What follows belongs to an exercise in optimizing a design on an open flow for small area, a short achievable clock period and few clock cycles per item; a production flow would make more cautious choices.
Only simulation tests tie the RTL to the original design; equivalence was not proved.
Power figures rest on the tool's default switching activity, not on a simulated workload.

==> design.v <==
module pe_row_unit #(
    parameter W = 2                       
) (
    input  wire              clk,
    input  wire              rst,         
    input  wire              in_valid,
    output wire              in_ready,
    input  wire [4:0]        in_k,
    input  wire [23:0]       in_miss,
    input  wire [24*8*W-1:0] in_data,
    output reg               out_valid,
    input  wire              out_ready,
    output wire [24*8*W-1:0] out_data,
    output reg  [2:0]        out_case,
    output reg               out_lost
);
    localparam LW = 8 * W;
    function [7:0] gf_mul(input [7:0] a, input [7:0] b);
        reg [7:0] p, aa;
        integer i;
        begin
            p  = 8'h00;
            aa = a;
            for (i = 0; i < 8; i = i + 1) begin
                if (b[i]) p = p ^ aa;
                aa = {aa[6:0], 1'b0} ^ (aa[7] ? 8'h1D : 8'h00);
            end
            gf_mul = p;
        end
    endfunction
    function [7:0] mul_gi(input [7:0] v, input [4:0] i);
        case (i)
            5'd0: mul_gi = {v[7], v[6], v[5], v[4], v[3], v[2], v[1], v[0]};
            5'd1: mul_gi = {v[6], v[5], v[4], v[3] ^ v[7], v[2] ^ v[7], v[1] ^ v[7], v[0], v[7]};
            5'd2: mul_gi = {v[5], v[4], v[3] ^ v[7], v[2] ^ v[6] ^ v[7], v[1] ^ v[6] ^ v[7], v[0] ^ v[6], v[7], v[6]};
            5'd3: mul_gi = {v[4], v[3] ^ v[7], v[2] ^ v[6] ^ v[7], v[1] ^ v[5] ^ v[6] ^ v[7], v[0] ^ v[5] ^ v[6], v[5] ^ v[7], v[6], v[5]};
            5'd4: mul_gi = {v[3] ^ v[7], v[2] ^ v[6] ^ v[7], v[1] ^ v[5] ^ v[6] ^ v[7], v[0] ^ v[4] ^ v[5] ^ v[6], v[4] ^ v[5] ^ v[7], v[4] ^ v[6], v[5], v[4]};
            5'd5: mul_gi = {v[2] ^ v[6] ^ v[7], v[1] ^ v[5] ^ v[6] ^ v[7], v[0] ^ v[4] ^ v[5] ^ v[6], v[3] ^ v[4] ^ v[5], v[3] ^ v[4] ^ v[6] ^ v[7], v[3] ^ v[5] ^ v[7], v[4], v[3] ^ v[7]};
            5'd6: mul_gi = {v[1] ^ v[5] ^ v[6] ^ v[7], v[0] ^ v[4] ^ v[5] ^ v[6], v[3] ^ v[4] ^ v[5], v[2] ^ v[3] ^ v[4], v[2] ^ v[3] ^ v[5] ^ v[6], v[2] ^ v[4] ^ v[6] ^ v[7], v[3] ^ v[7], v[2] ^ v[6] ^ v[7]};
            5'd7: mul_gi = {v[0] ^ v[4] ^ v[5] ^ v[6], v[3] ^ v[4] ^ v[5], v[2] ^ v[3] ^ v[4], v[1] ^ v[2] ^ v[3] ^ v[7], v[1] ^ v[2] ^ v[4] ^ v[5], v[1] ^ v[3] ^ v[5] ^ v[6], v[2] ^ v[6] ^ v[7], v[1] ^ v[5] ^ v[6] ^ v[7]};
            5'd8: mul_gi = {v[3] ^ v[4] ^ v[5], v[2] ^ v[3] ^ v[4], v[1] ^ v[2] ^ v[3] ^ v[7], v[0] ^ v[1] ^ v[2] ^ v[6], v[0] ^ v[1] ^ v[3] ^ v[4], v[0] ^ v[2] ^ v[4] ^ v[5] ^ v[7], v[1] ^ v[5] ^ v[6] ^ v[7], v[0] ^ v[4] ^ v[5] ^ v[6]};
            5'd9: mul_gi = {v[2] ^ v[3] ^ v[4], v[1] ^ v[2] ^ v[3] ^ v[7], v[0] ^ v[1] ^ v[2] ^ v[6], v[0] ^ v[1] ^ v[5], v[0] ^ v[2] ^ v[3] ^ v[7], v[1] ^ v[3] ^ v[4] ^ v[6] ^ v[7], v[0] ^ v[4] ^ v[5] ^ v[6], v[3] ^ v[4] ^ v[5]};
            5'd10: mul_gi = {v[1] ^ v[2] ^ v[3] ^ v[7], v[0] ^ v[1] ^ v[2] ^ v[6], v[0] ^ v[1] ^ v[5], v[0] ^ v[4] ^ v[7], v[1] ^ v[2] ^ v[6] ^ v[7], v[0] ^ v[2] ^ v[3] ^ v[5] ^ v[6], v[3] ^ v[4] ^ v[5], v[2] ^ v[3] ^ v[4]};
            5'd11: mul_gi = {v[0] ^ v[1] ^ v[2] ^ v[6], v[0] ^ v[1] ^ v[5], v[0] ^ v[4] ^ v[7], v[3] ^ v[6], v[0] ^ v[1] ^ v[5] ^ v[6] ^ v[7], v[1] ^ v[2] ^ v[4] ^ v[5] ^ v[7], v[2] ^ v[3] ^ v[4], v[1] ^ v[2] ^ v[3] ^ v[7]};
            5'd12: mul_gi = {v[0] ^ v[1] ^ v[5], v[0] ^ v[4] ^ v[7], v[3] ^ v[6], v[2] ^ v[5] ^ v[7], v[0] ^ v[4] ^ v[5] ^ v[6] ^ v[7], v[0] ^ v[1] ^ v[3] ^ v[4] ^ v[6], v[1] ^ v[2] ^ v[3] ^ v[7], v[0] ^ v[1] ^ v[2] ^ v[6]};
            5'd13: mul_gi = {v[0] ^ v[4] ^ v[7], v[3] ^ v[6], v[2] ^ v[5] ^ v[7], v[1] ^ v[4] ^ v[6] ^ v[7], v[3] ^ v[4] ^ v[5] ^ v[6], v[0] ^ v[2] ^ v[3] ^ v[5] ^ v[7], v[0] ^ v[1] ^ v[2] ^ v[6], v[0] ^ v[1] ^ v[5]};
            5'd14: mul_gi = {v[3] ^ v[6], v[2] ^ v[5] ^ v[7], v[1] ^ v[4] ^ v[6] ^ v[7], v[0] ^ v[3] ^ v[5] ^ v[6] ^ v[7], v[2] ^ v[3] ^ v[4] ^ v[5], v[1] ^ v[2] ^ v[4] ^ v[6] ^ v[7], v[0] ^ v[1] ^ v[5], v[0] ^ v[4] ^ v[7]};
            5'd15: mul_gi = {v[2] ^ v[5] ^ v[7], v[1] ^ v[4] ^ v[6] ^ v[7], v[0] ^ v[3] ^ v[5] ^ v[6] ^ v[7], v[2] ^ v[4] ^ v[5] ^ v[6], v[1] ^ v[2] ^ v[3] ^ v[4] ^ v[7], v[0] ^ v[1] ^ v[3] ^ v[5] ^ v[6], v[0] ^ v[4] ^ v[7], v[3] ^ v[6]};
            5'd16: mul_gi = {v[1] ^ v[4] ^ v[6] ^ v[7], v[0] ^ v[3] ^ v[5] ^ v[6] ^ v[7], v[2] ^ v[4] ^ v[5] ^ v[6], v[1] ^ v[3] ^ v[4] ^ v[5], v[0] ^ v[1] ^ v[2] ^ v[3] ^ v[6] ^ v[7], v[0] ^ v[2] ^ v[4] ^ v[5], v[3] ^ v[6], v[2] ^ v[5] ^ v[7]};
            5'd17: mul_gi = {v[0] ^ v[3] ^ v[5] ^ v[6] ^ v[7], v[2] ^ v[4] ^ v[5] ^ v[6], v[1] ^ v[3] ^ v[4] ^ v[5], v[0] ^ v[2] ^ v[3] ^ v[4], v[0] ^ v[1] ^ v[2] ^ v[5] ^ v[6] ^ v[7], v[1] ^ v[3] ^ v[4] ^ v[7], v[2] ^ v[5] ^ v[7], v[1] ^ v[4] ^ v[6] ^ v[7]};
            5'd18: mul_gi = {v[2] ^ v[4] ^ v[5] ^ v[6], v[1] ^ v[3] ^ v[4] ^ v[5], v[0] ^ v[2] ^ v[3] ^ v[4], v[1] ^ v[2] ^ v[3], v[0] ^ v[1] ^ v[4] ^ v[5] ^ v[6], v[0] ^ v[2] ^ v[3] ^ v[6], v[1] ^ v[4] ^ v[6] ^ v[7], v[0] ^ v[3] ^ v[5] ^ v[6] ^ v[7]};
            5'd19: mul_gi = {v[1] ^ v[3] ^ v[4] ^ v[5], v[0] ^ v[2] ^ v[3] ^ v[4], v[1] ^ v[2] ^ v[3], v[0] ^ v[1] ^ v[2], v[0] ^ v[3] ^ v[4] ^ v[5], v[1] ^ v[2] ^ v[5] ^ v[7], v[0] ^ v[3] ^ v[5] ^ v[6] ^ v[7], v[2] ^ v[4] ^ v[5] ^ v[6]};
            5'd20: mul_gi = {v[0] ^ v[2] ^ v[3] ^ v[4], v[1] ^ v[2] ^ v[3], v[0] ^ v[1] ^ v[2], v[0] ^ v[1], v[2] ^ v[3] ^ v[4] ^ v[7], v[0] ^ v[1] ^ v[4] ^ v[6] ^ v[7], v[2] ^ v[4] ^ v[5] ^ v[6], v[1] ^ v[3] ^ v[4] ^ v[5]};
            5'd21: mul_gi = {v[1] ^ v[2] ^ v[3], v[0] ^ v[1] ^ v[2], v[0] ^ v[1], v[0] ^ v[7], v[1] ^ v[2] ^ v[3] ^ v[6] ^ v[7], v[0] ^ v[3] ^ v[5] ^ v[6], v[1] ^ v[3] ^ v[4] ^ v[5], v[0] ^ v[2] ^ v[3] ^ v[4]};
            default: mul_gi = 8'h00;
        endcase
    endfunction
    function [7:0] exp_p(input [21:0] xh);
        begin
            exp_p[0] = |(xh & 22'h247101);
            exp_p[1] = |(xh & 22'h08E202);
            exp_p[2] = |(xh & 22'h35B504);
            exp_p[3] = |(xh & 22'h0F1B08);
            exp_p[4] = |(xh & 22'h3A4710);
            exp_p[5] = |(xh & 22'h348E20);
            exp_p[6] = |(xh & 22'h291C40);
            exp_p[7] = |(xh & 22'h123880);
        end
    endfunction
    function [7:0] exp_n(input [21:0] xh);
        begin
            exp_n[0] = |(xh & 22'h3E178D);
            exp_n[1] = |(xh & 22'h3F0BC6);
            exp_n[2] = |(xh & 22'h01926E);
            exp_n[3] = |(xh & 22'h3EDEBA);
            exp_n[4] = |(xh & 22'h2178D0);
            exp_n[5] = |(xh & 22'h30BC68);
            exp_n[6] = |(xh & 22'h385E34);
            exp_n[7] = |(xh & 22'h3C2F1A);
        end
    endfunction
    function [7:0] cq7(input [21:0] xh, input [21:0] yh);
        begin
            cq7[0] = (xh[0] & |(yh & 22'h29166C)) |
                (xh[1] & |(yh & 22'h3B08A8)) |
                (xh[2] & |(yh & 22'h38BA08)) |
                (xh[3] & |(yh & 22'h30A280)) |
                (xh[4] & |(yh & 22'h0B0600)) |
                (xh[5] & |(yh & 22'h123600)) |
                (xh[6] & |(yh & 22'h399000)) |
                (xh[7] & |(yh & 22'h215700)) |
                (xh[8] & |(yh & 22'h11FC00)) |
                (xh[9] & |(yh & 22'h221400)) |
                (xh[10] & |(yh & 22'h2E4000)) |
                (xh[11] & |(yh & 22'h304000)) |
                (xh[12] & |(yh & 22'h306000)) |
                (xh[13] & |(yh & 22'h244000)) |
                (xh[14] & |(yh & 22'h378000)) |
                (xh[15] & |(yh & 22'h010000)) |
                (xh[16] & |(yh & 22'h060000)) |
                (xh[17] & |(yh & 22'h280000)) |
                (xh[18] & |(yh & 22'h280000)) |
                (xh[20] & |(yh & 22'h200000));
            cq7[1] = (xh[0] & |(yh & 22'h1D8454)) |
                (xh[1] & |(yh & 22'h1C5D04)) |
                (xh[2] & |(yh & 22'h185140)) |
                (xh[3] & |(yh & 22'h058300)) |
                (xh[4] & |(yh & 22'h091B00)) |
                (xh[5] & |(yh & 22'h3CC800)) |
                (xh[6] & |(yh & 22'h30AB80)) |
                (xh[7] & |(yh & 22'h28FE00)) |
                (xh[8] & |(yh & 22'h310A00)) |
                (xh[9] & |(yh & 22'h372000)) |
                (xh[10] & |(yh & 22'h182000)) |
                (xh[11] & |(yh & 22'h183000)) |
                (xh[12] & |(yh & 22'h122000)) |
                (xh[13] & |(yh & 22'h1BC000)) |
                (xh[14] & |(yh & 22'h208000)) |
                (xh[15] & |(yh & 22'h030000)) |
                (xh[16] & |(yh & 22'h340000)) |
                (xh[17] & |(yh & 22'h140000)) |
                (xh[18] & |(yh & 22'h200000)) |
                (xh[19] & |(yh & 22'h300000));
            cq7[2] = (xh[0] & |(yh & 22'h0738EE)) |
                (xh[1] & |(yh & 22'h172008)) |
                (xh[2] & |(yh & 22'h1A7B88)) |
                (xh[3] & |(yh & 22'h342F00)) |
                (xh[4] & |(yh & 22'h356200)) |
                (xh[5] & |(yh & 22'h0A63C0)) |
                (xh[6] & |(yh & 22'h0DEF00)) |
                (xh[7] & |(yh & 22'h39D200)) |
                (xh[8] & |(yh & 22'h0A6C00)) |
                (xh[9] & |(yh & 22'h0E0400)) |
                (xh[10] & |(yh & 22'h025800)) |
                (xh[11] & |(yh & 22'h195000)) |
                (xh[12] & |(yh & 22'h3D8000)) |
                (xh[13] & |(yh & 22'h340000)) |
                (xh[14] & |(yh & 22'h360000)) |
                (xh[15] & |(yh & 22'h3B0000)) |
                (xh[16] & |(yh & 22'h0C0000)) |
                (xh[17] & |(yh & 22'h180000)) |
                (xh[18] & |(yh & 22'h100000)) |
                (xh[19] & |(yh & 22'h200000));
            cq7[3] = (xh[0] & |(yh & 22'h228668)) |
                (xh[1] & |(yh & 22'h36356C)) |
                (xh[2] & |(yh & 22'h02AD88)) |
                (xh[3] & |(yh & 22'h2A1380)) |
                (xh[4] & |(yh & 22'h0E37E0)) |
                (xh[5] & |(yh & 22'h34C180)) |
                (xh[6] & |(yh & 22'h057900)) |
                (xh[7] & |(yh & 22'h246100)) |
                (xh[8] & |(yh & 22'h16FE00)) |
                (xh[9] & |(yh & 22'h033800)) |
                (xh[10] & |(yh & 22'h02E800)) |
                (xh[11] & |(yh & 22'h2E8000)) |
                (xh[12] & |(yh & 22'h0A6000)) |
                (xh[13] & |(yh & 22'h1F4000)) |
                (xh[14] & |(yh & 22'h0A0000)) |
                (xh[15] & |(yh & 22'h270000)) |
                (xh[16] & |(yh & 22'h0A0000)) |
                (xh[18] & |(yh & 22'h180000)) |
                (xh[19] & |(yh & 22'h200000)) |
                (xh[20] & |(yh & 22'h200000));
            cq7[4] = (xh[0] & |(yh & 22'h120CDA)) |
                (xh[1] & |(yh & 22'h3A5E6C)) |
                (xh[2] & |(yh & 22'h2DB3C8)) |
                (xh[3] & |(yh & 22'h17B970)) |
                (xh[4] & |(yh & 22'h1166C0)) |
                (xh[5] & |(yh & 22'h308A80)) |
                (xh[6] & |(yh & 22'h0BA080)) |
                (xh[7] & |(yh & 22'h0A2800)) |
                (xh[8] & |(yh & 22'h306000)) |
                (xh[9] & |(yh & 22'h236000)) |
                (xh[10] & |(yh & 22'h190000)) |
                (xh[11] & |(yh & 22'h157000)) |
                (xh[12] & |(yh & 22'h1FC000)) |
                (xh[13] & |(yh & 22'h214000)) |
                (xh[14] & |(yh & 22'h240000)) |
                (xh[15] & |(yh & 22'h040000)) |
                (xh[16] & |(yh & 22'h060000)) |
                (xh[17] & |(yh & 22'h040000)) |
                (xh[18] & |(yh & 22'h380000)) |
                (xh[19] & |(yh & 22'h100000)) |
                (xh[20] & |(yh & 22'h200000));
            cq7[5] = (xh[0] & |(yh & 22'h3D2F36)) |
                (xh[1] & |(yh & 22'h36D9E4)) |
                (xh[2] & |(yh & 22'h0BDCB8)) |
                (xh[3] & |(yh & 22'h08B360)) |
                (xh[4] & |(yh & 22'h184540)) |
                (xh[5] & |(yh & 22'h05D040)) |
                (xh[6] & |(yh & 22'h051400)) |
                (xh[7] & |(yh & 22'h183000)) |
                (xh[8] & |(yh & 22'h11B000)) |
                (xh[9] & |(yh & 22'h0C8000)) |
                (xh[10] & |(yh & 22'h0AB800)) |
                (xh[11] & |(yh & 22'h0FE000)) |
                (xh[12] & |(yh & 22'h10A000)) |
                (xh[13] & |(yh & 22'h320000)) |
                (xh[14] & |(yh & 22'h020000)) |
                (xh[15] & |(yh & 22'h030000)) |
                (xh[16] & |(yh & 22'h220000)) |
                (xh[17] & |(yh & 22'h3C0000)) |
                (xh[18] & |(yh & 22'h080000)) |
                (xh[19] & |(yh & 22'h300000));
            cq7[6] = (xh[0] & |(yh & 22'h3B6CF2)) |
                (xh[1] & |(yh & 22'h25EE5C)) |
                (xh[2] & |(yh & 22'h2459B0)) |
                (xh[3] & |(yh & 22'h2C22A0)) |
                (xh[4] & |(yh & 22'h22E820)) |
                (xh[5] & |(yh & 22'h028A00)) |
                (xh[6] & |(yh & 22'h2C1800)) |
                (xh[7] & |(yh & 22'h08D800)) |
                (xh[8] & |(yh & 22'h264000)) |
                (xh[9] & |(yh & 22'h055C00)) |
                (xh[10] & |(yh & 22'h07F000)) |
                (xh[11] & |(yh & 22'h085000)) |
                (xh[12] & |(yh & 22'h390000)) |
                (xh[13] & |(yh & 22'h010000)) |
                (xh[14] & |(yh & 22'h018000)) |
                (xh[15] & |(yh & 22'h110000)) |
                (xh[16] & |(yh & 22'h1E0000)) |
                (xh[17] & |(yh & 22'h040000)) |
                (xh[18] & |(yh & 22'h180000)) |
                (xh[19] & |(yh & 22'h200000)) |
                (xh[20] & |(yh & 22'h200000));
            cq7[7] = (xh[0] & |(yh & 22'h32F72E)) |
                (xh[1] & |(yh & 22'h122CD8)) |
                (xh[2] & |(yh & 22'h361150)) |
                (xh[3] & |(yh & 22'h317410)) |
                (xh[4] & |(yh & 22'h214500)) |
                (xh[5] & |(yh & 22'h160C00)) |
                (xh[6] & |(yh & 22'h246C00)) |
                (xh[7] & |(yh & 22'h332000)) |
                (xh[8] & |(yh & 22'h02AE00)) |
                (xh[9] & |(yh & 22'h23F800)) |
                (xh[10] & |(yh & 22'h042800)) |
                (xh[11] & |(yh & 22'h1C8000)) |
                (xh[12] & |(yh & 22'h208000)) |
                (xh[13] & |(yh & 22'h20C000)) |
                (xh[14] & |(yh & 22'h088000)) |
                (xh[15] & |(yh & 22'h2F0000)) |
                (xh[16] & |(yh & 22'h020000)) |
                (xh[17] & |(yh & 22'h0C0000)) |
                (xh[18] & |(yh & 22'h100000)) |
                (xh[19] & |(yh & 22'h100000));
        end
    endfunction
    function [7:0] cp7(input [4:0] d);
        reg [21:0] dh;
        integer j;
        begin
            for (j = 0; j < 22; j = j + 1) dh[j] = (d == j);
            cp7[0] = |(dh & 22'h16E992);
            cp7[1] = |(dh & 22'h1D8454);
            cp7[2] = |(dh & 22'h0738EE);
            cp7[3] = |(dh & 22'h228668);
            cp7[4] = |(dh & 22'h120CDA);
            cp7[5] = |(dh & 22'h3D2F36);
            cp7[6] = |(dh & 22'h3B6CF2);
            cp7[7] = |(dh & 22'h32F72E);
        end
    endfunction
    wire advance = !out_valid || out_ready;
    assign in_ready = advance;
    always @(posedge clk) begin
        if (rst)          out_valid <= 1'b0;
        else if (advance) out_valid <= in_valid;
    end
    reg  [21:0]     dmiss;         
    reg  [21:0]     dsec;          
    reg  [22*LW-1:0] md;           
    reg  [LW-1:0]   mp, mq;        
    reg  [LW-1:0]   ps, qs;        
    reg  [4:0]      x, y;
    reg  [21:0]     xh, yh;        
    reg             nd1, nd2, nd3, fillp;
    reg  [2:0]      cs;
    reg             lost;
    reg  [7:0]      cq, cp;
    integer i, b;
    reg  [8*64-1:0] qg;            
    always @* begin
        for (i = 0; i < 22; i = i + 1) begin
            dmiss[i] = (i < in_k) && in_miss[i];
            md[i*LW +: LW] = ((i < in_k) && !in_miss[i]) ? in_data[i*LW +: LW] : {LW{1'b0}};
        end
        mq = in_miss[23] ? {LW{1'b0}} : in_data[23*LW +: LW];
        dsec = dmiss & (dmiss - 22'd1);
        xh = dmiss & ~dsec;
        yh = dsec & ~(dsec & (dsec - 22'd1));
        x = 5'd0; y = 5'd0;
        for (i = 0; i < 22; i = i + 1) begin
            if (xh[i]) x = x | i;
            if (yh[i]) y = y | i;
        end
        nd1 = |dmiss;
        nd2 = |dsec;
        nd3 = |(dsec & (dsec - 22'd1));
        ps = in_miss[22] ? {LW{1'b0}} : in_data[22*LW +: LW];
        for (i = 0; i < 22; i = i + 1)
            ps = ps ^ md[i*LW +: LW];
        for (b = 0; b < W; b = b + 1) begin
            qg[8*0 +: 8] = md[0*LW + 8*b +: 8];
            qg[8*1 +: 8] = md[1*LW + 8*b +: 8];
            qg[8*2 +: 8] = md[2*LW + 8*b +: 8];
            qg[8*3 +: 8] = md[3*LW + 8*b +: 8];
            qg[8*4 +: 8] = md[4*LW + 8*b +: 8];
            qg[8*5 +: 8] = md[5*LW + 8*b +: 8];
            qg[8*6 +: 8] = md[6*LW + 8*b +: 8];
            qg[8*7 +: 8] = md[7*LW + 8*b +: 8];
            qg[8*8 +: 8] = md[8*LW + 8*b +: 8];
            qg[8*9 +: 8] = md[9*LW + 8*b +: 8];
            qg[8*10 +: 8] = md[10*LW + 8*b +: 8];
            qg[8*11 +: 8] = md[11*LW + 8*b +: 8];
            qg[8*12 +: 8] = md[12*LW + 8*b +: 8];
            qg[8*13 +: 8] = md[13*LW + 8*b +: 8];
            qg[8*14 +: 8] = md[14*LW + 8*b +: 8];
            qg[8*15 +: 8] = md[15*LW + 8*b +: 8];
            qg[8*16 +: 8] = md[16*LW + 8*b +: 8];
            qg[8*17 +: 8] = md[17*LW + 8*b +: 8];
            qg[8*18 +: 8] = md[18*LW + 8*b +: 8];
            qg[8*19 +: 8] = md[19*LW + 8*b +: 8];
            qg[8*20 +: 8] = md[20*LW + 8*b +: 8];
            qg[8*21 +: 8] = md[21*LW + 8*b +: 8];
            qg[8*22 +: 8] = qg[8*0 +: 8] ^ mul_gi(qg[8*1 +: 8], 5'd1);
            qg[8*23 +: 8] = qg[8*2 +: 8] ^ mul_gi(qg[8*3 +: 8], 5'd1);
            qg[8*24 +: 8] = qg[8*4 +: 8] ^ mul_gi(qg[8*5 +: 8], 5'd1);
            qg[8*25 +: 8] = qg[8*6 +: 8] ^ mul_gi(qg[8*7 +: 8], 5'd1);
            qg[8*26 +: 8] = qg[8*8 +: 8] ^ mul_gi(qg[8*9 +: 8], 5'd1);
            qg[8*27 +: 8] = qg[8*10 +: 8] ^ mul_gi(qg[8*11 +: 8], 5'd1);
            qg[8*28 +: 8] = qg[8*12 +: 8] ^ mul_gi(qg[8*13 +: 8], 5'd1);
            qg[8*29 +: 8] = qg[8*14 +: 8] ^ mul_gi(qg[8*15 +: 8], 5'd1);
            qg[8*30 +: 8] = qg[8*16 +: 8] ^ mul_gi(qg[8*17 +: 8], 5'd1);
            qg[8*31 +: 8] = qg[8*18 +: 8] ^ mul_gi(qg[8*19 +: 8], 5'd1);
            qg[8*32 +: 8] = qg[8*20 +: 8] ^ mul_gi(qg[8*21 +: 8], 5'd1);
            qg[8*33 +: 8] = qg[8*22 +: 8] ^ mul_gi(qg[8*23 +: 8], 5'd2);
            qg[8*34 +: 8] = qg[8*24 +: 8] ^ mul_gi(qg[8*25 +: 8], 5'd2);
            qg[8*35 +: 8] = qg[8*26 +: 8] ^ mul_gi(qg[8*27 +: 8], 5'd2);
            qg[8*36 +: 8] = qg[8*28 +: 8] ^ mul_gi(qg[8*29 +: 8], 5'd2);
            qg[8*37 +: 8] = qg[8*30 +: 8] ^ mul_gi(qg[8*31 +: 8], 5'd2);
            qg[8*38 +: 8] = qg[8*33 +: 8] ^ mul_gi(qg[8*34 +: 8], 5'd4);
            qg[8*39 +: 8] = qg[8*35 +: 8] ^ mul_gi(qg[8*36 +: 8], 5'd4);
            qg[8*40 +: 8] = qg[8*37 +: 8] ^ mul_gi(qg[8*32 +: 8], 5'd4);
            qg[8*41 +: 8] = qg[8*38 +: 8] ^ mul_gi(qg[8*39 +: 8], 5'd8);
            qg[8*42 +: 8] = qg[8*41 +: 8] ^ mul_gi(qg[8*40 +: 8], 5'd16);
            qs[8*b +: 8] = mq[8*b +: 8] ^ qg[8*42 +: 8];
        end
        fillp = nd1 && !nd2 && !in_miss[22];
        for (i = 0; i < 22; i = i + 1)
            if (fillp && xh[i]) md[i*LW +: LW] = ps;
        mp = !in_miss[22] ? in_data[22*LW +: LW] : !nd1 ? ps : {LW{1'b0}};
        lost = nd3 || (nd2 && (in_miss[22] || in_miss[23])) ||
               (nd1 && in_miss[22] && in_miss[23]);
        cs = 3'd0;
        if (!lost) begin
            if (!nd1)
                cs = (in_miss[22] && in_miss[23]) ? 3'd4 : in_miss[22] ? 3'd1 :
                     in_miss[23] ? 3'd2 : 3'd0;
            else if (!nd2)
                cs = in_miss[22] ? 3'd6 : in_miss[23] ? 3'd5 : 3'd3;
            else
                cs = 3'd7;
        end
        cq = 8'h00; cp = 8'h00;
        case (cs)
            3'd2, 3'd4: cq = 8'h01;
            3'd5: begin cq = 8'h01; cp = exp_p(xh); end
            3'd6: cq = exp_n(xh);
            3'd7: begin cq = cq7(xh, yh); cp = cp7(y - x); end
            default: ;
        endcase
    end
    reg  [22*LW-1:0] r_md;
    reg  [LW-1:0]    r_mp, r_mq, r_ps, r_qs;
    reg  [7:0]       r_cq, r_cp;
    reg  [4:0]       r_x, r_y;
    wire r_hx = (out_case == 3'd6) || (out_case == 3'd7);      
    wire r_hy = (out_case == 3'd7);                            
    wire r_pu = (out_case == 3'd6);                            
    wire r_qv = (out_case == 3'd2) || (out_case == 3'd4) || (out_case == 3'd5);
    always @(posedge clk) begin
        if (advance) begin
            r_md <= md;
            r_mp <= mp;
            r_mq <= mq;
            r_ps <= ps;
            r_qs <= qs;
            r_cq <= cq;
            r_cp <= cp;
            r_x  <= x;
            r_y  <= y;
            out_case <= cs;
            out_lost <= lost;
        end
    end
    reg [LW-1:0]     v, u;
    reg [8*8-1:0]    qx, px;       
    reg [8*16-1:0]   t;            
    reg [24*LW-1:0]  od;
    always @* begin
        for (b = 0; b < W; b = b + 1) begin
            for (i = 0; i < 8; i = i + 1) begin
                qx[8*i +: 8] = mul_gi(r_qs[8*b +: 8], i);
                px[8*i +: 8] = mul_gi(r_ps[8*b +: 8], i);
                t[8*i +: 8]     = r_cq[i] ? qx[8*i +: 8] : 8'h00;
                t[8*(8+i) +: 8] = r_cp[i] ? px[8*i +: 8] : 8'h00;
            end
            v[8*b +: 8] = (((t[8*0 +: 8] ^ t[8*1 +: 8]) ^ (t[8*2 +: 8] ^ t[8*3 +: 8])) ^
                           ((t[8*4 +: 8] ^ t[8*5 +: 8]) ^ (t[8*6 +: 8] ^ t[8*7 +: 8]))) ^
                          (((t[8*8 +: 8] ^ t[8*9 +: 8]) ^ (t[8*10 +: 8] ^ t[8*11 +: 8])) ^
                           ((t[8*12 +: 8] ^ t[8*13 +: 8]) ^ (t[8*14 +: 8] ^ t[8*15 +: 8])));
            u[8*b +: 8] = ((((r_ps[8*b +: 8] ^ t[8*0 +: 8]) ^ t[8*1 +: 8]) ^ (t[8*2 +: 8] ^ t[8*3 +: 8])) ^
                           ((t[8*4 +: 8] ^ t[8*5 +: 8]) ^ (t[8*6 +: 8] ^ t[8*7 +: 8]))) ^
                          (((t[8*8 +: 8] ^ t[8*9 +: 8]) ^ (t[8*10 +: 8] ^ t[8*11 +: 8])) ^
                           ((t[8*12 +: 8] ^ t[8*13 +: 8]) ^ (t[8*14 +: 8] ^ t[8*15 +: 8])));
        end
        for (i = 0; i < 22; i = i + 1)
            od[i*LW +: LW] = r_md[i*LW +: LW]
                           | ((r_hx && r_x == i) ? v : {LW{1'b0}})
                           | ((r_hy && r_y == i) ? u : {LW{1'b0}});
        od[22*LW +: LW] = r_mp | (r_pu ? u : {LW{1'b0}});
        od[23*LW +: LW] = r_mq | (r_qv ? v : {LW{1'b0}});
    end
    assign out_data = od;
endmodule
==> flow/run.sh <==
#!/bin/bash
# The standard layout, with plain buf_1 cells as the port buffers and
# timing repair aiming at 6.3 ns of setup slack (about a 6.7 ns clock) on
# the worst 5% of endpoints, so that the achieved period is pushed below
# the 13 ns constraint without repairing every path.
set -euo pipefail
bash standard.sh "BUFFER_PORTS_ARGS=-buffer_cell sky130_fd_sc_hd__buf_1" \
    "SETUP_SLACK_MARGIN=6.3" "TNS_END_PERCENT=5" finish > standard_flow.log 2>&1
==> standard.sh <==
#!/bin/bash
# synth_recipe.tcl (not shown) runs the flow's synth.tcl, then flattens the netlist and writes it again
# the make line also repeats each setting of config.mk as NAME=value (left out here)
make -C /OpenROAD-flow-scripts/flow DESIGN_CONFIG=/design/flow/config.mk WORK_HOME=/design/flow/orfs CLKGATE_MAP_FILE= SYNTH_SCRIPT=/design/flow/synth_recipe.tcl "${@:-finish}"
==> config.mk <==
export PLATFORM = sky130hd
export DESIGN_NAME = pe_row_unit
export DESIGN_NICKNAME = pe_row_unit
export VERILOG_FILES = /design/flow/design.v
export SDC_FILE = /design/flow/constraint.sdc
export NUM_CORES = 4
export LEC_CHECK = 0
export CAP_MARGIN = 20
export CORE_MARGIN = 2
export CORE_UTILIZATION = 40
export PLACE_DENSITY = 0.6
export SLEW_MARGIN = 20
==> constraint.sdc <==
create_clock -name core_clock -period 13.0 [get_ports {clk}]
set_input_delay 2.6000 -clock core_clock [delete_from_list [all_inputs] [get_ports {clk}]]
set_output_delay 2.6000 -clock core_clock [all_outputs]
set_load 0.01 [all_outputs]
==> impl_metrics.csv, run 1 <==
group,metric,value,unit
critical_path,crit_type,"flop to output port",
global_route,grt.met1_usage,71.0,%
min_path,min_path_cells,2,
die,die_height,323,um
critical_path,cp_slowest_cell,"o21ai_0",
power_and_ir_drop,leakagePower,0.0178,uW
logic_synthesis,synth_most_common_cell,"xnor2_1",
logic_synthesis,yosysUniqueCellTypes,90,
clock_network,clk_latency,0.70,ns
timing,finalHoldViolCount,0,
logic_synthesis,synth-async-reset-ratio,0,%
min_path,holdCritPathClass,"flop to flop",
timing,setup_tns,0,ns
placed_design,place.gp.congestion,1.13,
logic_synthesis,synth-edff-count,446,
min_path,holdCritStartpoint,"out_valid$_SDFFE_PP0P_",
placed_design,dpl.hpwl,235000,um
logic_synthesis,ys_seq_area_share,32.9,%
die,coreArea,0.101,sq mm
finish,drive_gt1_share,12.3,%
critical_path,rr_endpoint,"r_md[152]$_DFFE_PP_",
critical_path,critPathMaxStageDelay,0.80,ns
logic_synthesis,synth_common_cells,"985 x xnor2_1, 822 x nand2_1, 746 x o21ai_0",
timing,fmax,137,MHz
global_route,grtUsageMet3,25.1,%
finish,nNetsFinal,6236,
job,max_cap_violations,0,
logic_synthesis,synth.avg_cell_area,8.21,sq um
critical_path,critical_path_required,10.40,ns
logic_synthesis,synth_area,0.0407,sq mm
min_path,hold_end,"out_valid$_SDFFE_PP0P_",
logic_synthesis,synth_fa_ha_area_share,0.221,%
global_route,met2_usage,72.9,%
clock_network,cts.sinks,447,
die,initial_core_util,40.2,%
timing,tightest_slew,1.35,ns
route,vias,49300,
logic_synthesis,synth-xor-area-share,26.7,%
timing,rsz0062_at_grt,"yes",
placed_design,port_buffers,806,
power_and_ir_drop,p_per_area,275,mW/mm^2
logic_synthesis,post-synth-top-area-fraction,32.9,%
route,viasPerCell,6.82,
logic_synthesis,ys_seq_elements,447,
finish,fin_area,0.0507,sq mm
timing,clock_skew,0.0448,ns
die,die_area,0.104,sq mm
clock_network,path_clk_slew,0.07,ns
critical_path,r2r-start,"out_valid$_SDFFE_PP0P_",
logic_synthesis,synth_area_leaders,"edfxtp_1 33%, xnor2_1 21%, o21ai_0 9.2%",
global_route,grt_max_degree,84,
critical_path,cp_max_fo,25,
logic_synthesis,synth_top_family_by_area,"XOR/XNOR gates",
logic_synthesis,synth_compound_area_share,21.4,%
route,wl_per_cell,41.4,um
power_and_ir_drop,peakVddDrop,0.675,mV
route,drtIter0Drc,9808,
critical_path,cp_data_arrival_time,4.70,ns
global_route,grt_pass1_wl,386000,um
placed_design,place_area,0.0461,sq mm
clock_network,cts_tree,"built",
timing,slew_violations,0,
critical_path,path_cells,"xor2_1 > xor2_2 > buf_4 > xor2_1 > nand2_1 > xor2_1 > xnor2_1 > xnor2_2 > buf_4 > xnor2_2 > buf_4 > o21ai_0 > buf_1",
logic_synthesis,synth-simple-area-share,14.5,%
route,drt_pre_antenna_iters,8,
logic_synthesis,synth_top_area_cell,"edfxtp_1",
route,remaining_drc_errors,0,
timing,fin_crit,7.30,ns
critical_path,r2r_setup_slack,9.58,ns
clock_network,h-tree-depth,2,
global_route,gr-usage-all-layers,54.9,%
clock_network,clockRootBuffer,"clkbuf_16",
global_route,antenna_found_initial,17,
global_route,grt_pass1_vias,43500,
critical_path,crit_path_start_kind,"flop",
route,final_antenna_net_count,0,
logic_synthesis,synthFlopType,"edfxtp_1",
clock_network,clock_path_buffers,3,
die,rows,117,
global_route,grt_remaining_overflow,0,
route,wl,299000,um
clock_network,cts_buffers,56,
timing,slew_headroom,9.86,%
outcome,status,"complete, no violations",
timing,period_share,56.2,%
logic_synthesis,muxShareOfSynthArea,0.326,%
logic_synthesis,yosys_warnings,1,
logic_synthesis,syn_inst,4964,
critical_path,end_kind,"output port",
critical_path,rr_worst_depth,3,
finish,area_delta_synth_final,24.3,%
global_route,top_usage_layer,"met2",
logic_synthesis,syn-num-nets,5386,
die,die_w,323,um
timing,setup_violations,0,
die,ios,807,
-- cell usage in the layout (no fill, tap or decap), drive strengths merged, types with 12 or more instances in the layout --
cell type	count
nand3	68
clkbuf	64
buf	1141
nor3	66
or3	14
a21oi	363
o22ai	38
nor4	33
nor2	178
and2	17
a221o	85
inv	61
a22oi	13
clkinv	28
o31ai	26
o21a	14
o21bai	15
edfxtp	446
o21ai	757
o311ai	12
or4	13
a31oi	22
or2	13
nor2b	40
and3	19
nand4	29
xnor2	985
nand2b	21
a21o	31
nand2	823
xor2	248
o211ai	20
-- registers in the layout, summed over array words and instances, names as in the netlist --
register	count
out_valid	1
out_case	3
out_lost	1
r_y	5
r_mp	16
r_qs	16
r_cq	8
r_cp	8
r_mq	16
r_ps	16
r_x	5
r_md	352
-- timing repair --
item / in CTS / in global routing
setup buffers: 136 / 25
pin swaps: 50 / 34
endpoints found under the setup margin: 741 / 713
gates resized for setup: 306 / 85
hold buffers: 0 / 0
cloned: 6 / 0
-- final cells by class --
type	instances	area [sq um]
clock buffer	62	1420
clock inverter	36	364
sequential	447	13400
timing repair buffer	1145	5960
tap	1368	1710
multi-input combinational	4104	27500
inverter	60	233
antenna	8	20.0
fill	10200	50800
-- worst max-delay path: cells and delay by family, from the launching register on --
kind / cells / cell delay [ns]
flops: 1 / 0.57
xor+xnor: 7 / 1.39
compound gates: 1 / 0.80
buf+inv: 4 / 1.10
simple gates: 1 / 0.08
-- where the power goes --
| part | switching [uW] | internal (uW) | leakage [uW] | total [uW] |
|---|---|---|---|---|
| clock network | 729 | 889 | 0.000881 | 1620 |
| logic | 7490 | 2790 | 0.0119 | 10300 |
| registers | 169 | 1860 | 0.00502 | 2030 |
| total | 8390 | 5540 | 0.0178 | 13900 |
-- how the worst max path moves through the flow --
| stage | from | endpoint | slack, ns |
|---|---|---|---|
| final | r_qs[7]$_DFFE_PP_ | out_data[194] | 5.70 |
| after global routing | in_k[1] | r_cp[6]$_DFFE_PP_ | 5.71 |
| after CTS | in_k[1] | r_cp[5]$_DFFE_PP_ | 5.95 |
| after detailed placement | in_k[4] | r_cp[1]$_DFFE_PP_ | 3.42 |
| after global placement | in_k[4] | r_cp[1]$_DFFE_PP_ | 3.44 |
| after floorplan | out_ready | in_ready | 4.71 |
-- metrics by stage --
step                instances  hold WS [ns]  setup slack, ns  total power (uW)  util [%]
floorplan                4964          2.67             4.71              6760         -
CTS                      7197          1.02             5.95             13100      49.4
finish                   7230          1.04             5.70             13900      49.9
global route             7226          1.10             5.71             13700      49.9
global placement         6956          1.01             3.44             10900      45.4
detailed placement       6957          1.01             3.42             10900      45.4
-- cells by family (layout without fill, tap and decap cells) --
family | count (synthesis) | in the layout
xor+xnor | 1236 | 1236
flops | 447 | 447
mux | 13 | 13
other cells | 0 | 8
fa+ha+maj | 7 | 7
compound gates | 1493 | 1493
buf+inv | 413 | 1303
simple gates | 1355 | 1355
-- per-layer routing --
| layer | part of all wire [%] | vias to the layer above |
|---|---|---|
| met5 | 0.028 | - |
| li1 | - | 19100 |
| met3 | 17 | 1074 |
| met4 | 8.5 | 14 |
| met2 | 38 | 5129 |
| met1 | 37 | 24000 |
Testbench counts, summed over its fixed seeds: cycles 24,008, items 24,000.
==> inputs of run 2 (changes only) <==
==> flow/run.sh (replaced) <==
#!/bin/bash
# The standard layout, with plain buf_1 cells as the port buffers and
# timing repair aiming at 7 ns of setup slack (a 6 ns clock) on
# the worst 5% of endpoints, so that the achieved period is pushed below
# the 13 ns constraint without repairing every path.
set -euo pipefail
bash standard.sh "BUFFER_PORTS_ARGS=-buffer_cell sky130_fd_sc_hd__buf_1" \
    "SETUP_SLACK_MARGIN=7" "TNS_END_PERCENT=5" finish > standard_flow.log 2>&1
==> run 2 against run 1 <==
  * Synthesized cell count stayed put
  * Design area increased by 6.0%
  * Final cell count rose by 2.3%
  * Fmax is 0.49% higher
  * Die area stayed put
  * Clock skew increased by 0.0081 ns
  * Combinational power increased by 38%
  * Critical path type unchanged
  * Highest routed layer unchanged
==> impl_metrics.csv, run 2 <==
group,metric,value,unit
logic_synthesis,yosysUniqueCellTypes,90,
finish,multi_input_area,0.0288,sq mm
outcome,status,"complete, no violations",
die,rows,117,
job,max_cap_violations,0,
logic_synthesis,synthFlopType,"edfxtp_1",
logic_synthesis,synth.avg_cell_area,8.21,sq um
die,initial_core_util,40.2,%
critical_path,critPathBufInv,1,
logic_synthesis,syn-num-nets,5386,
critical_path,rr_worst_depth,4,
finish,nNetsFinal,6381,
logic_synthesis,synth_area_leaders,"edfxtp_1 33%, xnor2_1 21%, o21ai_0 9.2%",
logic_synthesis,synth-edff-count,446,
placed_design,port_buffers,806,
clock_network,cts-hold-fix-buffers,0,
critical_path,critical_path_required,10.40,ns
critical_path,path_cells,"and2_1 > nand2_1 > or2_2 > nor2_1 > nand2_1 > o21ai_0 > buf_1",
route,final_antenna_net_count,0,
finish,largest_reg_flops,352,
clock_network,cts_buffers,56,
clock_network,clockRootBuffer,"clkbuf_16",
logic_synthesis,synth_area,0.0407,sq mm
global_route,antenna_found_initial,34,
critical_path,rr_endpoint,"r_md[156]$_DFFE_PP_",
route,vias,52000,
timing,fin_crit,7.27,ns
logic_synthesis,ys_seq_area_share,32.9,%
route,viasPerCell,7.03,
finish,area_delta_synth_final,31.8,%
logic_synthesis,synth-async-reset-ratio,0,%
clock_network,path_clk_slew,0.06,ns
timing,setup_tns,0,ns
placed_design,dpl.hpwl,239000,um
timing,setup_violations,0,
clock_network,clk_latency,0.72,ns
critical_path,crit_family,"simple AND/OR/NAND/NOR gates",
global_route,grt_max_degree,76,
critical_path,critPathMaxStageDelay,0.97,ns
power_and_ir_drop,p_per_area,332,mW/mm^2
clock_network,h-tree-depth,2,
die,coreArea,0.101,sq mm
power_and_ir_drop,peakVddDrop,0.615,mV
logic_synthesis,post-synth-top-area-fraction,32.9,%
finish,final_cell_mix,"893 x xnor2_1, 798 x nand2_1, 774 x buf_1, 639 x o21ai_0, 446 x edfxtp_1",
placed_design,place.gp.congestion,1.12,
min_path,min_path_cells,2,
logic_synthesis,synth_most_common_cell,"xnor2_1",
placed_design,pre_cts_ws,2.96,ns
finish,final_common_cell,"xnor2_1",
die,die_w,323,um
finish,n_fill_cell,9717,
finish,drive_gt1_share,16.6,%
finish,post-route-util,52.9,%
route,wl,318000,um
timing,period_share,55.9,%
timing,slew_headroom,6.34,%
clock_network,cts_tree,"built",
die,die_height,323,um
critical_path,cp_data_arrival_time,4.67,ns
critical_path,crit_type,"flop to output port",
min_path,hold_end,"out_valid$_SDFFE_PP0P_",
critical_path,cp_slowest_cell,"o21ai_0",
critical_path,end_kind,"output port",
power_and_ir_drop,leakagePower,0.0192,uW
timing,fmax,138,MHz
logic_synthesis,syn_inst,4964,
logic_synthesis,synth_common_cells,"985 x xnor2_1, 822 x nand2_1, 746 x o21ai_0",
logic_synthesis,synth_top_area_cell,"edfxtp_1",
critical_path,cp_common_cell,"nand2_1",
timing,holdWs,1.31,ns
global_route,grt_pass1_vias,44400,
min_path,holdCritStartpoint,"out_valid$_SDFFE_PP0P_",
critical_path,crit_path_start_kind,"flop",
global_route,grt_remaining_overflow,0,
clock_network,clock_path_buffers,3,
route,drt_pre_antenna_iters,9,
min_path,holdCritPathClass,"flop to flop",
timing,worst_slack,5.73,ns
logic_synthesis,ys_seq_elements,447,
timing,clock_skew,0.0529,ns
logic_synthesis,yosys_warnings,1,
critical_path,r2r_setup_slack,8.69,ns
timing,finalHoldViolCount,0,
global_route,grt_pass1_wl,397000,um
global_route,gr-usage-all-layers,56.6,%
finish,regMostFlops,"r_md",
critical_path,cp_max_fo,13,
timing,tightest_slew,1.39,ns
clock_network,cts.sinks,447,
route,wl_per_cell,42.9,um
finish,final-seq-area,0.0134,sq mm
route,remaining_drc_errors,0,
die,die_area,0.104,sq mm
die,ios,807,
timing,slew_violations,0,
timing,rsz0062_at_grt,"yes",
critical_path,r2r-start,"out_valid$_SDFFE_PP0P_",
route,drtIter0Drc,11000,
==> run 2: area by class of cell <==
cell class / count / share of cell area [%]
timing repair buffer: 1284 / 14.5
inverter: 60 / 0.426
clock inverter: 33 / 0.576
sequential: 447 / 25.0
tap: 1368 / 3.19
antenna: 25 / 0.117
clock buffer: 67 / 2.69
multi-input combinational: 4110 / 53.6
==> run 2: stage by stage <==
stage | instances | cell area, sq um | power [uW]
finish | 7394 | 53700 | 17800
global route | 7376 | 53600 | 17300
CTS | 7211 | 50300 | 13300
detailed placement | 6965 | 46200 | 11100
global placement | 6964 | 46100 | 11100
floorplan | 4964 | 40800 | 6760
==> run 2: where the power goes <==
part | total [uW] | internal, uW | leakage (uW) | switching [uW]
clock network | 1610 | 886 | 0.000851 | 727
registers | 2030 | 1860 | 0.00502 | 168
logic | 14200 | 4670 | 0.0133 | 9530
total | 17800 | 7420 | 0.0192 | 10400
==> run 2: worst max-delay path by stage <==
stage | from | slack [ns] | end | depth (start not counted)
2_1_floorplan | out_ready | 4.71 | in_ready | 1
3_3_place_gp | in_k[2] | 3.12 | r_cp[1]$_DFFE_PP_ | 23
3_5_place_dp | in_k[2] | 2.96 | r_cp[3]$_DFFE_PP_ | 22
4_1_cts | r_ps[7]$_DFFE_PP_ | 5.97 | out_data[197] | 13
5_1_grt | in_k[1] | 5.73 | r_cp[6]$_DFFE_PP_ | 24
6_report | out_case[2]$_DFFE_PP_ | 5.73 | out_data[127] | 7
==> run 2: routing by layer <==
metal / track usage (%) / vias up / wire [um]
met5: 0.463 / - / 463
met4: 38.7 / 28 / 30400
met3: 26.4 / 1508 / 58500
met2: 74.4 / 5986 / 117000
met1: 72.5 / 25000 / 111000
li1: - / 19500 / -
==> run 2: repair_timing <==
item,4_1_cts,5_1_grt
resized for setup,284,432
pin swaps,54,97
setup endpoints to repair,804,857
gates cloned,8,16
hold endpoints to repair,0,0
buffers inserted,138,140
==> run 2: worst reg2reg max path: cells and delay by family, from the launching register on <==
family / cells / cell delay, ns
buffers and inverters: 3 / 2.73
DFF: 1 / 0.33
and+or+nand+nor: 1 / 0.78
==> run 2: logic make-up (layout without fill, tap and decap cells) <==
logic type,count (synthesis),after routing,synth area share (%)
flops,447,447,32.9
xor+xnor,1236,1240,26.7
compound gates,1493,1493,21.4
other cells,0,25,0
simple gates,1355,1357,14.5
buf+inv,413,1444,3.92
mux,13,13,0.326
fa+ha+maj,7,7,0.221
==> inputs of run 3 (changes only) <==
--- a/design.v
+++ b/design.v
@@ -268,4 +268,5 @@
     end
-    reg  [21:0]     dmiss;         
+    reg  [21:0]     member;        
     reg  [21:0]     dsec;          
+    reg  [21:0]     dthr;          
     reg  [22*LW-1:0] md;           
@@ -283,3 +284,3 @@
         for (i = 0; i < 22; i = i + 1) begin
-            dmiss[i] = (i < in_k) && in_miss[i];
+            member[i] = (i < in_k);
             md[i*LW +: LW] = ((i < in_k) && !in_miss[i]) ? in_data[i*LW +: LW] : {LW{1'b0}};
@@ -287,5 +288,6 @@
         mq = in_miss[23] ? {LW{1'b0}} : in_data[23*LW +: LW];
-        dsec = dmiss & (dmiss - 22'd1);
-        xh = dmiss & ~dsec;
+        dsec = in_miss[21:0] & (in_miss[21:0] - 22'd1);
+        xh = in_miss[21:0] & ~dsec;
         yh = dsec & ~(dsec & (dsec - 22'd1));
+        dthr = dsec & (dsec - 22'd1);
         x = 5'd0; y = 5'd0;
@@ -295,5 +297,5 @@
         end
-        nd1 = |dmiss;
-        nd2 = |dsec;
-        nd3 = |(dsec & (dsec - 22'd1));
+        nd1 = |(xh & member);
+        nd2 = |(yh & member);
+        nd3 = |(dthr & member);
         ps = in_miss[22] ? {LW{1'b0}} : in_data[22*LW +: LW];
==> flow/run.sh (replaced) <==
#!/bin/bash
# The standard layout, with plain buf_1 cells as the port buffers and
# timing repair aiming at 6.2 ns of setup slack (about a 6.8 ns clock),
# so that the achieved period is pushed below the 13 ns constraint.
set -euo pipefail
bash standard.sh "BUFFER_PORTS_ARGS=-buffer_cell sky130_fd_sc_hd__buf_1" \
    "SETUP_SLACK_MARGIN=6.2" "TNS_END_PERCENT=100" finish > standard_flow.log 2>&1
==> run 3 against run 2 <==
  * Non-clock buffer count is 154 lower
  * Via count is 4.2% lower
  * Critical path type is now input pin to flop
  * Worst hold slack worse by 0.17 ns
  * Final cell count is 2.7% lower
  * Critical endpoint is now r_md[35]$_DFFE_PP_
  * Highest routed layer unchanged
==> impl_metrics.csv, run 3 <==
group,metric,value,unit
logic_synthesis,synth_top_area_cell,"edfxtp_1",
global_route,grt_max_degree,143,
die,coreArea,0.102,sq mm
logic_synthesis,syn-num-nets,5364,
clock_network,cts.sinks,447,
logic_synthesis,synth_area_leaders,"edfxtp_1 32%, xnor2_1 20%, nand2_1 7.7%",
critical_path,cp_max_fo,19,
route,remaining_drc_errors,0,
global_route,grt_remaining_overflow,0,
finish,final_cell_mix,"865 x xnor2_1, 812 x nand2_1, 790 x buf_1, 536 x o21ai_0, 446 x edfxtp_1",
logic_synthesis,syn_inst,4942,
route,drt_pre_antenna_iters,8,
finish,fin_area,0.0514,sq mm
logic_synthesis,synth-edff-count,446,
route,final_antenna_net_count,0,
timing,setup_tns,0,ns
timing,fin_crit,7.07,ns
finish,n_fill_cell,10200,
logic_synthesis,yosysUniqueCellTypes,94,
die,die_height,325,um
outcome,status,"complete, no violations",
clock_network,clk_latency,0.68,ns
power_and_ir_drop,p_per_area,295,mW/mm^2
route,wl_per_cell,42.2,um
clock_network,cts_buffers,54,
logic_synthesis,synth_most_common_cell,"xnor2_1",
timing,fmax,142,MHz
timing,clock_skew,0.0521,ns
logic_synthesis,synth_common_cells,"923 x xnor2_1, 843 x nand2_1, 614 x o21ai_0",
placed_design,dp_cells,6919,
route,drtIter0Drc,9918,
job,max_cap_violations,0,
die,rows,117,
min_path,min_path_cells,1,
finish,largest_reg_flops,352,
power_and_ir_drop,leakagePower,0.0181,uW
timing,setup_violations,0,
finish,final_common_cell,"xnor2_1",
logic_synthesis,ys_seq_elements,447,
logic_synthesis,ys_seq_area_share,32.5,%
critical_path,cp_data_arrival_time,7.47,ns
route,vias,49800,
placed_design,place_area,0.0465,sq mm
timing,finalHoldViolCount,0,
finish,stdcell_count,7196,
critical_path,critical_path_required,13.41,ns
critical_path,end_kind,"flop",
timing,slew_violations,0,
timing,period_share,54.4,%
die,die_area,0.106,sq mm
finish,regMostFlops,"r_md",
clock_network,clock_path_buffers,3,
clock_network,cts_tree,"built",
clock_network,path_clk_slew,0.07,ns
logic_synthesis,synth.avg_cell_area,8.36,sq um
logic_synthesis,synth-async-reset-ratio,0,%
timing,tightest_slew,1.33,ns
power_and_ir_drop,p_total,15100,uW
die,initial_core_util,40.5,%
logic_synthesis,synthFlopType,"edfxtp_1",
logic_synthesis,yosys_warnings,1,
placed_design,port_buffers,806,
clock_network,clockRootBuffer,"clkbuf_16",
critical_path,rr_worst_depth,4,
global_route,antenna_found_initial,58,
timing,slew_headroom,10.9,%
die,die_w,325,um
logic_synthesis,synth_area,0.0413,sq mm
global_route,grt_pass1_vias,43900,
clock_network,cts-hold-fix-buffers,0,
finish,drive_gt1_share,12.6,%
min_path,holdCritPathClass,"flop to flop",
logic_synthesis,post-synth-top-area-fraction,32.4,%
finish,post-route-util,50.3,%
finish,nNetsFinal,6184,
clock_network,h-tree-depth,2,
timing,rsz0062_at_grt,"yes",
die,ios,807,
route,viasPerCell,6.92,
finish,area_delta_synth_final,24.2,%
critical_path,crit_type,"input pin to flop",
placed_design,place.gp.congestion,1.12,
critical_path,crit_path_start_kind,"input pin",
placed_design,dpl.hpwl,235000,um
global_route,gr-usage-all-layers,54.2,%
global_route,grt_pass1_wl,393000,um
power_and_ir_drop,peakVddDrop,1.70,mV
route,wl,303000,um
-- run 3: cell types whose count changed in the layout (fill, tap and decap cells not counted), moves of 16 or more --
cell / previous run / this run
a221o_1: 83 / 159
xnor2_2: 68 / 50
buf_4: 360 / 270
buf_1: 774 / 790
nor3_1: 37 / 64
o21ai_4: 29 / 5
a31oi_1: 18 / 47
a21oi_1: 338 / 281
buf_6: 74 / 23
o21ai_0: 639 / 536
xnor2_1: 893 / 865
xor2_1: 220 / 259
-- run 3: worst max-delay path: stages --
cell and delay [ns]:
buf_6 0.12, buf_12 0.14, buf_4 0.13, buf_4 0.15, nand2b_4 0.26, a21boi_1 0.38, nor2b_2 0.53, o22ai_1 0.18
a21oi_1 0.23, nand4_1 0.46, or4_4 0.73, nor3_4 0.19, clkbuf_8 0.36, nand3_1 0.40, o21ai_0 0.55
-- run 3: cell families after synthesis --
logic type / after synthesis / share of synthesized area [%]
fa+ha+maj: 13 / 0.366
compound gates: 1402 / 21.2
simple gates: 1412 / 15.1
buf+inv: 429 / 4.02
mux: 12 / 0.294
xor+xnor: 1227 / 26.6
flops: 447 / 32.5
-- run 3: final timing paths --
path | start | slack, ns | endpoint
setup / recovery | in_miss[1] | 5.93 | r_md[35]$_DFFE_PP_
setup reg to reg | out_valid$_SDFFE_PP0P_ | 9.09 | r_md[242]$_DFFE_PP_
hold reg to reg | out_valid$_SDFFE_PP0P_ | 1.14 | r_md[29]$_DFFE_PP_
hold / removal | out_valid$_SDFFE_PP0P_ | 1.14 | r_md[29]$_DFFE_PP_
-- run 3: metal layers --
layer | GRT usage (%) | wire [um] | vias to the layer above | part of all wire, %
met5 | 0.815 | 437 | - | 0.14
met4 | 32.4 | 24700 | 36 | 8.2
met3 | 24.4 | 52600 | 1131 | 17
met2 | 72.0 | 114000 | 5275 | 38
met1 | 71.0 | 111000 | 24100 | 37
li1 | - | - | 19200 | -
-- run 3: timing repair --
item / in CTS / in global routing
cloned: 6 / 3
gates resized for setup: 257 / 129
buffers inserted: 95 / 51
pin swaps: 21 / 34
endpoints found under the setup margin: 740 / 476
-- run 3: where the power goes --
group,leakage [uW],internal [uW],switching (uW),total [uW]
clock network,0.000890,956,725,1680
logic,0.0122,3320,8080,11400
registers,0.00502,1880,161,2040
-- run 3: through the flow --
stage                     hold WS (ns)  worst slack, ns
after global routing              1.19             6.13
final                             1.14             5.93
after global placement            1.12             4.05
after floorplan                   2.67             4.71
after detailed placement          1.13             3.91
after CTS                         1.14             6.15
-- run 3: final cells by class --
class	count	area, sq um	share of cell area, %
Clock buffer	58	1390	2.70
Sequential cell	447	13400	26.1
Clock inverter	43	498	0.970
Antenna cell	21	52.6	0.102
Multi-Input combinational cell	4073	28100	54.7
Tap cell	1368	1710	3.33
Inverter	56	216	0.422
Timing Repair Buffer	1130	5970	11.6
Testbench counts of run 3, summed over its fixed seeds: cycles 24,008, items 24,000.
==> inputs of run 4 (changes only) <==
--- a/config.mk
+++ b/config.mk
@@ -9,4 +9,4 @@
 export CORE_MARGIN = 2
-export CORE_UTILIZATION = 40
-export PLACE_DENSITY = 0.6
+export CORE_UTILIZATION = 45
+export PLACE_DENSITY = 0.65
 export SLEW_MARGIN = 20
==> run 4 against run 3 <==
  * Clock power fell by 9%
  * Sequential share of layout area rose by 0.41 points
  * Synthesized cell count did not move
  * Final cell count fell by 2.6%
  * Flip-flop and latch count did not move
  * Design area fell by 1.5%
  * First-iteration DRC count rose by 18%
  * Count of clock-buffer cells in the layout fell by 1
  * Critical path type unchanged
==> impl_metrics.csv, run 4 <==
group,metric,value,unit
outcome,status,"complete, no violations",
route,final_antenna_net_count,0,
route,wl,296000,um
placed_design,dpl.hpwl,227000,um
critical_path,end_kind,"flop",
critical_path,rr_worst_depth,3,
critical_path,crit_type,"input pin to flop",
min_path,holdCritStartpoint,"out_valid$_SDFFE_PP0P_",
clock_network,clockRootBuffer,"clkbuf_16",
clock_network,clk_latency,0.62,ns
die,coreArea,0.0914,sq mm
die,initial_core_util,45.2,%
timing,finalHoldViolCount,0,
timing,clock_skew,0.0380,ns
timing,setup_tns,0,ns
power_and_ir_drop,p_sw,8610,uW
critical_path,crit_path_start_kind,"input pin",
power_and_ir_drop,leakagePower,0.0179,uW
timing,setup_violations,0,
global_route,gr-usage-all-layers,59.6,%
logic_synthesis,syn_inst,4942,
logic_synthesis,yosys_warnings,1,
power_and_ir_drop,comb_power_share,75.2,%
logic_synthesis,synthFlopType,"edfxtp_1",
clock_network,cts-hold-fix-buffers,0,
die,rows,111,
clock_network,clock_path_buffers,3,
logic_synthesis,yosysUniqueCellTypes,94,
placed_design,port_buffers,806,
die,ios,807,
logic_synthesis,synth_top_area_cell,"edfxtp_1",
logic_synthesis,ys_seq_area_share,32.5,%
finish,final_common_cell,"xnor2_1",
power_and_ir_drop,peakVddDrop,0.581,mV
min_path,holdCritPathClass,"flop to flop",
die,die_area,0.0943,sq mm
logic_synthesis,post-synth-top-area-fraction,32.4,%
route,remaining_drc_errors,0,
route,wl_per_cell,42.3,um
logic_synthesis,synth_area,0.0413,sq mm
power_and_ir_drop,swShare,59.8,%
critical_path,r2r_setup_slack,9.58,ns
power_and_ir_drop,p_seq_share,14.2,%
min_path,min_path_cells,2,
finish,largest_reg_flops,352,
timing,fmax,143,MHz
power_and_ir_drop,p_per_area,285,mW/mm^2
logic_synthesis,synth_most_common_cell,"xnor2_1",
route,drtIter0Drc,11700,
logic_synthesis,synth.avg_cell_area,8.36,sq um
die,die_height,307,um
global_route,grt_pass1_vias,44600,
global_route,grt_remaining_overflow,0,
clock_network,path_clk_slew,0.08,ns
min_path,hold_end,"out_valid$_SDFFE_PP0P_",
finish,final_cell_mix,"877 x xnor2_1, 817 x nand2_1, 793 x buf_1, 528 x o21ai_0, 446 x edfxtp_1",
logic_synthesis,synth-async-reset-ratio,0,%
job,max_cap_violations,0,
logic_synthesis,synth-edff-count,446,
route,viasPerCell,7.24,
critical_path,rr_endpoint,"r_md[256]$_DFFE_PP_",
logic_synthesis,synth_area_leaders,"edfxtp_1 32%, xnor2_1 20%, nand2_1 7.7%",
logic_synthesis,synth_common_cells,"923 x xnor2_1, 843 x nand2_1, 614 x o21ai_0",
finish,nNetsFinal,6182,
finish,stdcell_count,7010,
route,vias,50800,
critical_path,cp_max_fo,20,
power_and_ir_drop,p_clk_share,10.6,%
finish,regMostFlops,"r_md",
finish,fin_area,0.0506,sq mm
critical_path,cp_data_arrival_time,7.35,ns
global_route,grt_max_degree,82,
timing,slew_violations,0,
clock_network,h-tree-depth,2,
finish,area_delta_synth_final,22.3,%
logic_synthesis,syn-num-nets,5364,
global_route,antenna_found_initial,41,
placed_design,place_area,0.0463,sq mm
clock_network,cts_tree,"built",
power_and_ir_drop,p_int,5790,uW
finish,drive_gt1_share,11.8,%
route,drt_pre_antenna_iters,13,
timing,tightest_slew,1.39,ns
logic_synthesis,ys_seq_elements,447,
clock_network,cts_buffers,51,
critical_path,r2r-start,"out_valid$_SDFFE_PP0P_",
timing,rsz0062_at_grt,"no",
placed_design,dp_cells,6739,
timing,period_share,53.8,%
clock_network,cts.sinks,447,
timing,fin_crit,7.00,ns
global_route,grt_pass1_wl,384000,um
placed_design,place.gp.congestion,1.15,
timing,slew_headroom,6.59,%
critical_path,critical_path_required,13.35,ns
die,die_w,307,um
## run 4: per-stage QoR
step / power (uW) / hold WS, ns / utilization, % / setup slack [ns]
2_1_floorplan: 6870 / 2.67 / - / 4.71
3_3_place_gp: 10600 / 1.19 / 50.6 / 4.26
3_5_place_dp: 10700 / 1.24 / 50.7 / 4.25
4_1_cts: 12900 / 1.27 / 54.0 / 6.16
5_1_grt: 14000 / 1.32 / 55.3 / 6.18
6_report: 14400 / 1.32 / 55.3 / 6.00
## run 4: repair_timing
| item | in CTS | in global routing |
|---|---|---|
| hold endpoints to repair | 0 | 0 |
| setup buffers | 96 | 50 |
| endpoints found under the setup margin | 710 | 543 |
| pin swaps | 17 | 27 |
| gates cloned | 3 | 5 |
| gates resized for setup | 198 | 143 |
## run 4: worst max-delay path: stages
cell	delay, ns
buf_1	0.07
buf_4	0.32
nor4_4	0.09
buf_6	0.15
and3_1	0.18
buf_8	0.17
a21oi_1	0.19
buf_4	0.28
nor2_1	0.15
and3_1	0.45
nor2_1	0.94
a41oi_1	0.19
or4_1	0.44
nor4_1	0.75
a41o_1	0.27
o21ai_0	0.07
## run 4: cell type report
| type | instances | area (sq um) |
|---|---|---|
| clock inverters | 34 | 339 |
| inverters | 56 | 216 |
| fillers | 8603 | 40800 |
| clock buffers | 57 | 1300 |
| diodes | 26 | 65.1 |
| multi-input cells | 4069 | 27700 |
| well taps | 1186 | 1480 |
| flip-flops and latches | 447 | 13400 |
| repair buffers | 1135 | 6010 |
## run 4: logic make-up after synthesis
kind of cell	count (synthesis)	share of synthesized area, %
AO/OA/AOI/OAI	1402	21.2
buffers and inverters	429	4.02
adder cells (fa/ha/maj)	13	0.366
XOR/XNOR	1227	26.6
AND/OR/NAND/NOR	1412	15.1
flip-flops	447	32.5
multiplexers	12	0.294
## run 4: power by group through the flow
stage | Combinational [uW] | Clock [uW] | Sequential, uW
6_report | 10800 | 1530 | 2040
3_5_place_dp | 8530 | 0 | 2180
3_3_place_gp | 8460 | 0 | 2180
4_1_cts | 9350 | 1490 | 2040
2_1_floorplan | 4910 | 0 | 1960
5_1_grt | 10400 | 1540 | 2040
## run 4: worst max-delay path by stage
stage / endpoint / from / slack, ns
finish: r_cq[6]$_DFFE_PP_ / in_miss[6] / 6.00
detailed placement: r_cp[0]$_DFFE_PP_ / in_miss[0] / 4.25
global placement: r_cp[0]$_DFFE_PP_ / in_miss[0] / 4.26
CTS: out_data[196] / r_ps[2]$_DFFE_PP_ / 6.16
floorplan: in_ready / out_ready / 4.71
global route: r_qs[3]$_DFFE_PP_ / in_k[4] / 6.18
## run 4: metal layers
metal  GRT usage [%]  part of all wire [%]  up-vias
met1            74.6                    34    23900
met2            75.9                    36     6044
li1                -                     -    19200
met5            1.65                  0.18        -
met4            41.6                   9.8       40
met3            33.3                    20     1547

==> afterwards: timing with drivers on the ports <==
In the flow no input, the clock included, has a driving cell. The finished layouts below were timed again as built, in two steps. Step 1, drivers: a clkbuf_16 drives clk and a buf_2 each remaining input, both assumed. Step 2 moves the port delays by t, midway between the first and last clock arrival at a register: inputs arrive t later, outputs are due t later. That takes back most of the time a late clock gives input paths. Slacks: no drivers / after step 1 / after step 2; pairs: no drivers / after step 1.
| run | t, ns | slack for setup (ns) | latest minus earliest clock arrival (ns) | worst register clock-pin slew, ns |
|---|---|---|---|---|
| run 1 | 0.770 | 5.697 / 5.609 / 5.098 | 0.059 / 0.059 | 0.07 / 0.07 |
| run 2 | 0.772 | 5.732 / 5.645 / 5.146 | 0.059 / 0.059 | 0.07 / 0.07 |
| run 3 | 0.740 | 5.933 / 5.936 / 5.244 | 0.061 / 0.061 | 0.07 / 0.07 |
| run 4 | 0.680 | 6.000 / 5.953 / 5.356 | 0.051 / 0.051 | 0.08 / 0.08 |
After both steps every run listed still meets setup and hold. The setup slack of run 3, which loses most, moves by +0.003 ns with the drivers and by -0.689 ns with both steps.
